This design comes from an exercise in tuning for small area, a short achievable clock period and few clock cycles per item on the open sky130 flow, not from production work.
The RTL was checked by simulation tests, not by an equivalence proof against the original design.
Power is estimated from default activity; no workload was simulated.

==> inputs of build 62 <==
// dec_channel
module dec_channel (
    input  wire         clk,
    input  wire         rst_n,
    input  wire [2:0]   cfg_order,       
    input  wire [5:0]   cfg_decim_m1,    
    input  wire         cfg_grow,        
    input  wire [39:0]  cfg_shift,       
    input  wire [4:0]   cfg_out_shift,   
    input  wire         cfg_fir_en,
    input  wire [3:0]   cfg_taps,        
    input  wire [143:0] cfg_coef,        
    input  wire         cfg_thr_en,
    input  wire [4:0]   cfg_thr_k,       
    input  wire [7:0]   cfg_thr_persist,
    input  wire         cfg_thr_freeze,
    input  wire         cfg_thr_clr_en,
    input  wire [15:0]  cfg_thr_upper,
    input  wire [15:0]  cfg_thr_lower,
    input  wire [15:0]  cfg_thr_hyst,
    input  wire         in_valid,
    input  wire [15:0]  in_data,
    output wire         in_ready,
    output reg          out_valid,
    output reg          out_settled,
    output reg  [31:0]  out_v32,
    output reg          out_sat32,
    output reg  [15:0]  out_v16,
    output reg          out_clamp16,
    output reg  [31:0]  out_base,
    output reg          out_evt_high,
    output reg          out_evt_low,
    output reg          out_evt_clear,
    output reg  [1:0]   out_thr_state
);
==> flow/config.mk <==
export PLATFORM = sky130hd
export DESIGN_NAME = dec_channel
export DESIGN_NICKNAME = dec_channel
export VERILOG_FILES = /design/flow/design.v
export SDC_FILE = /design/flow/constraint.sdc
export NUM_CORES = 4
export LEC_CHECK = 0
export CAP_MARGIN = 20
export CORE_MARGIN = 2
export CORE_UTILIZATION = 30
export SETUP_SLACK_MARGIN = 1.5
export SLEW_MARGIN = 20
==> flow/constraint.sdc <==
create_clock -name core_clock -period 40.0 [get_ports {clk}]
set_input_delay 8.0000 -clock core_clock [delete_from_list [all_inputs] [get_ports {clk}]]
set_output_delay 8.0000 -clock core_clock [all_outputs]
set_load 0.01 [all_outputs]
standard.sh (not shown) runs the stock make flow with config.mk's settings and CLKGATE_MAP_FILE= SYNTH_SCRIPT=/design/flow/synth_recipe.tcl, a recipe that flattens the netlist after the stock synthesis.
==> flow/flow/run.sh <==
#!/bin/bash
# The standard layout (the standard.sh, unchanged synthesis and steps),
# with buf_2 as the cell for the port buffers instead of the buffer the
# placer picks by default. Every port still gets its buffer.
set -euo pipefail
export BUFFER_PORTS_ARGS="-buffer_cell sky130_fd_sc_hd__buf_2"
bash standard.sh > flow.log 2>&1
==> build 8 (differences from build 62) <==
--- a/flow/design.v
+++ b/flow/design.v
@@ -44,11 +44,12 @@
     reg        then_q;
     reg [4:0]  k_q;
     reg [7:0]  pers_q;
     reg        frz_q;
     reg        clr_q;
-    reg [15:0] up_q, lo_q, hy_q;
+    reg [15:0] up_q;
+    reg        lnz_q;          
     reg        rst_q;
     always @(posedge clk) begin
         n_q    <= cfg_order;
         m1_q   <= cfg_decim_m1;
         grow_q <= cfg_grow;
@@ -60,12 +61,11 @@
         k_q    <= cfg_thr_k;
         pers_q <= (cfg_thr_persist == 8'd0) ? 8'd1 : cfg_thr_persist;
         frz_q  <= cfg_thr_freeze;
         clr_q  <= cfg_thr_clr_en;
         up_q   <= cfg_thr_upper;
-        lo_q   <= cfg_thr_lower;
-        hy_q   <= cfg_thr_hyst;
+        lnz_q  <= (cfg_thr_lower != 16'd0);
         rst_q  <= rst_n;
     end
     reg [2:0] clog2_m;
     always @(*) begin
         if (m1_q[5])      clog2_m = 3'd6;
@@ -121,13 +121,12 @@
         nb_d <= grow_q ? ($signed({2'b00, w_d}) - $signed({3'b000, os_q}) + ((os_q != 5'd0) ? 8'sd1 : 8'sd0))
                        : ($signed({2'b00, w_d}) - $signed({2'b00, cl_d}));
         narrow_d <= (nb_d <= 8'sd17);
         hh_d <= fir_q ? taps_q[3:1] : 3'd0;
         setk_d <= {2'd0, n_q} + (fir_q ? {1'b0, taps_q} : 5'd1) - 5'd1;
-        tb_d <= (narrow_d ? {2'd0, hh_d} + 5'd1 : ({2'd0, hh_d} + 5'd1) * 5'd3) > {2'd0, n_q}
-              ? (narrow_d ? {2'd0, hh_d} + 5'd1 : ({2'd0, hh_d} + 5'd1) * 5'd3)
-              : {2'd0, n_q};
+        tb_d <= !narrow_d ? ({2'd0, hh_d} + 5'd1) * 5'd3 + 5'd4
+              : ({2'd0, hh_d} + 5'd1 > {2'd0, n_q}) ? {2'd0, hh_d} + 5'd1 : {2'd0, n_q};
     end
     reg        in_ready_q;
     reg        in_v_q, in_t_q;
     reg [15:0] xin;
     reg [5:0]  pcnt;           
@@ -136,11 +135,11 @@
     wire       take     = in_valid & in_ready_q & rst_n;
     wire       is_last  = (pcnt == m1_q);
     wire [5:0] pcnt_inc = pcnt + 6'd1;
     wire [4:0] gap_inc  = (gap == 5'd31) ? 5'd31 : gap + 5'd1;
     reg  [2:0] warm;           
-    wire [4:0] tb_e   = (warm == 3'd7) ? tb_d : 5'd24;
+    wire [4:0] tb_e   = (warm == 3'd7) ? tb_d : 5'd28;
     wire rdy_nt = !((pcnt == m1_q) && (gap_inc < tb_e));
     wire rdy_t  = is_last ? 1'b1 : !((pcnt_inc == m1_q) && (gap_inc < tb_e));
     always @(posedge clk) begin
         xin    <= in_data;
         in_v_q <= take;
@@ -321,11 +320,10 @@
     reg        f1_v, f1_first, f1_mpos, f1_last, f1_set;
     reg [17:0] op_q;
     reg [17:0] coef_q;
     reg        f2_done, f2_set;
     reg signed [39:0] acc;
-    reg [35:0] lacc;
     always @(posedge clk) begin
         if (!rst_q) begin
             fa   <= 1'b0;
             f1_v <= 1'b0;
             f2_done <= 1'b0;
@@ -357,18 +355,41 @@
             f2_done  <= f1_v && f1_last;
             f2_set   <= f1_set;
         end
     end
     wire signed [39:0] abase = f1_first ? (f1_mpos ? (acc >>> 18) : 40'sd0) : acc;
+    reg  [39:0] brow [0:8];
+    reg  [39:0] bneg;
+    reg  [2:0]  bd;
+    reg  [18:0] bmag;
+    reg         bn;
+    reg  [19:0] bpp;
+    wire [18:0] hx = {coef_q, 1'b0};
+    always @(*) begin
+        bneg = 40'd0;
+        for (i = 0; i < 9; i = i + 1) begin
+            bd = hx[2*i +: 3];
+            bn = bd[2] & ~(bd[1] & bd[0]);
+            case (bd)
+                3'b001, 3'b010, 3'b101, 3'b110: bmag = {1'b0, op_q};
+                3'b011, 3'b100:                 bmag = {op_q, 1'b0};
+                default:                        bmag = 19'd0;
+            endcase
+            bpp = bn ? ~{1'b0, bmag} : {1'b0, bmag};
+            brow[i] = {20'd0, ~bpp[19], bpp[18:0]} << (2 * i);
+            bneg = bneg | ({39'd0, bn} << (2 * i));
+        end
+    end
+    localparam [39:0] BK = 40'd0 - (40'd1 << 19) * 40'd87381;
     always @(posedge clk) begin
         if (fa) cy[fp] <= psum[18];
         op_q   <= psum[17:0];
         coef_q <= fir_q ? cfg_coef[18*fp +: 18] : 18'h04000;
-        acc <= abase + $signed(coef_q) * $signed({1'b0, op_q});
-        if (f1_v && f1_first && f1_mpos) lacc <= {acc[17:0], lacc[35:18]};
+        acc <= abase + brow[0] + brow[1] + brow[2] + brow[3] + brow[4] + brow[5]
+             + brow[6] + brow[7] + brow[8] + bneg + BK;
     end
-    wire [75:0] fsum = narrow_d ? {{36{acc[39]}}, acc} : {acc, lacc};
+    wire [75:0] fsum = narrow_d ? {{36{acc[39]}}, acc} : {acc, v[35:0]};    
     wire        frup = fsum[13] && ((|fsum[12:0]) || fsum[14]);
     wire [53:0] fval = fsum[67:14] + {53'd0, frup};
     reg signed [53:0] v;
     reg        vset;
     reg        t0, t1, t2;
@@ -382,19 +403,22 @@
     wire [71:0] vv = {{2{v[53]}}, v, 16'd0};
     always @(posedge clk) dd <= vv - b;
     wire [55:0] dhi  = dd[71:16];
     wire        in20 = (&dhi[55:19]) | ~(|dhi[55:19]);
     wire signed [19:0] d20 = in20 ? dhi[19:0] : (dhi[55] ? 20'sh80000 : 20'sh7ffff);
-    wire        zlo  = |b[15:0];
-    wire signed [19:0] a_up = $signed({4'd0, up_q}) + 20'sd1 - (zlo ? 20'sd1 : 20'sd0);
-    wire signed [19:0] a_ch = $signed({4'd0, up_q}) - $signed({4'd0, hy_q}) + 20'sd1 - (zlo ? 20'sd1 : 20'sd0);
-    wire signed [19:0] a_cl = $signed({4'd0, hy_q}) - $signed({4'd0, lo_q});
-    wire signed [19:0] a_lo = -$signed({4'd0, lo_q});
-    wire c_up = d20 >= a_up;            
-    wire c_ch = !(d20 >= a_ch);         
-    wire c_cl = d20 >= a_cl;            
-    wire c_lo = !(d20 >= a_lo);         
+    wire        zlo  = |b[15:0];      
+    reg signed [19:0] uh_d, hl_d, nl_d;
+    always @(posedge clk) begin
+        uh_d <= $signed({4'd0, cfg_thr_upper}) - $signed({4'd0, cfg_thr_hyst});
+        hl_d <= $signed({4'd0, cfg_thr_hyst}) - $signed({4'd0, cfg_thr_lower});
+        nl_d <= -$signed({4'd0, cfg_thr_lower});
+    end
+    wire signed [19:0] up20 = $signed({4'd0, up_q});
+    wire c_up = zlo ? (d20 >= up20) : (d20 > up20);       
+    wire c_ch = !(zlo ? (d20 >= uh_d) : (d20 > uh_d));    
+    wire c_cl = d20 >= hl_d;                              
+    wire c_lo = d20 < nl_d;                               
     reg  [1:0] st_a, st_b;
     reg  [7:0] hc_b, lc_b;
     reg        ev_high, ev_low, ev_clear;
     always @(*) begin
         st_a = st;
@@ -414,11 +438,11 @@
                 lc_b = 8'd0;
                 if (hc_b >= pers_q) begin
                     st_b = ST_HIGH;
                     ev_high = 1'b1;
                 end
-            end else if (lo_q != 16'd0 && c_lo) begin
+            end else if (lnz_q && c_lo) begin
                 lc_b = lc_b + 8'd1;
                 hc_b = 8'd0;
                 if (lc_b >= pers_q) begin
                     st_b = ST_LOW;
                     ev_low = 1'b1;
@@ -447,10 +471,11 @@
     wire [31:0] bsat  = bin32 ? ((bhi[31:0] == 32'h7fffffff && brnd) ? 32'h7fffffff : bhi[31:0] + {31'd0, brnd})
                               : (bhi[55] ? 32'h80000000 : 32'h7fffffff);
     wire        vin32 = (&v[53:31]) | ~(|v[53:31]);
     wire [31:0] vsat  = vin32 ? v[31:0] : (v[53] ? 32'h80000000 : 32'h7fffffff);
     always @(posedge clk) begin
+        if (f1_v && f1_first && f1_mpos) v[35:0] <= {acc[17:0], v[35:18]};
         if (f2_done) begin
             v    <= fval;
             vset <= f2_set;
         end
         if (t1) begin
@@ -485,11 +510,11 @@
             out_valid <= 1'b0;
         end else begin
             t0 <= f2_done;
             t1 <= t0;
             t2 <= t1;
-            out_valid <= t1;
+            out_valid <= t1 & rst_n;    
             if (t1) begin
                 if (ini) bval <= 1'b1;
                 if (evl) begin
                     st <= st_b;
                     hc <= hc_b;
- CELL_PAD_IN_SITES_DETAIL_PLACEMENT: not set -> 1
- CELL_PAD_IN_SITES_GLOBAL_PLACEMENT: not set -> 1
- CTS_CLUSTER_DIAMETER: not set -> 100
- CTS_CLUSTER_SIZE: not set -> 20
- PLACE_DENSITY: not set -> 0.45
==> comparison table <==
quantity	build 62	build 8
DRC violation total after the first TritonRoute iteration	9,549	7,187
P_sw	2116 µW	2749 µW
Proportion of synthesized area in mux cells	5.401%	5.824%
Invs w/o clock	875	712
Post-layout worst setup margin	29.31 ns	29.54 ns
Count of clock buffers in the final design	299	187
Power, Total	6217 µW	6855 µW
Hold path start	hist[12][43]$_DFFE_PP_	hist[9][28]$_DFFE_PP_
Outcome	no timing/DRC/antenna violations	no timing/DRC/antenna violations
Floorplan die height	639.7 µm	631.2 µm
Count of multi-input gates	8,329	8,160
Clock distribution power	2080 µW	1590 µW
Data arrival time of the critical path	11.19 ns	11.18 ns
Number of sequential cells	1,980	1,967
Area used by multi-input combinational logic	0.06439 mm²	0.06229 mm²
Testbench counts of build 62, summed over its fixed seeds: cycles 18,619, items 16,384.
Testbench counts of build 8, summed over its fixed seeds: cycles 18,619, items 16,384.

==> what the ideal ports hide <==
Ports are ideal in the flow. The routed layouts listed here were re-timed in OpenROAD. Step 1: set_driving_cell puts a clkbuf_16 on clk and a buf_2 on each other input, an assumption about the parent block. Step 2 also shifts input and output timing later by t, the mid clock arrival at the registers, as if the neighbouring blocks saw the same clock. Three values: ideal, step 1, step 2; two values: the first two.
run	shift t [ns]	slack for setup (ns)	cell pins on the clock port's net
build 62	1.002	29.306 / 29.306 / 29.306	1
build 8	0.974	29.539 / 29.623 / 28.650	1
After both steps every run listed still meets setup and hold. For build 8, which loses most, drivers alone change the setup slack by +0.084 ns; drivers and shift together by -0.889 ns.
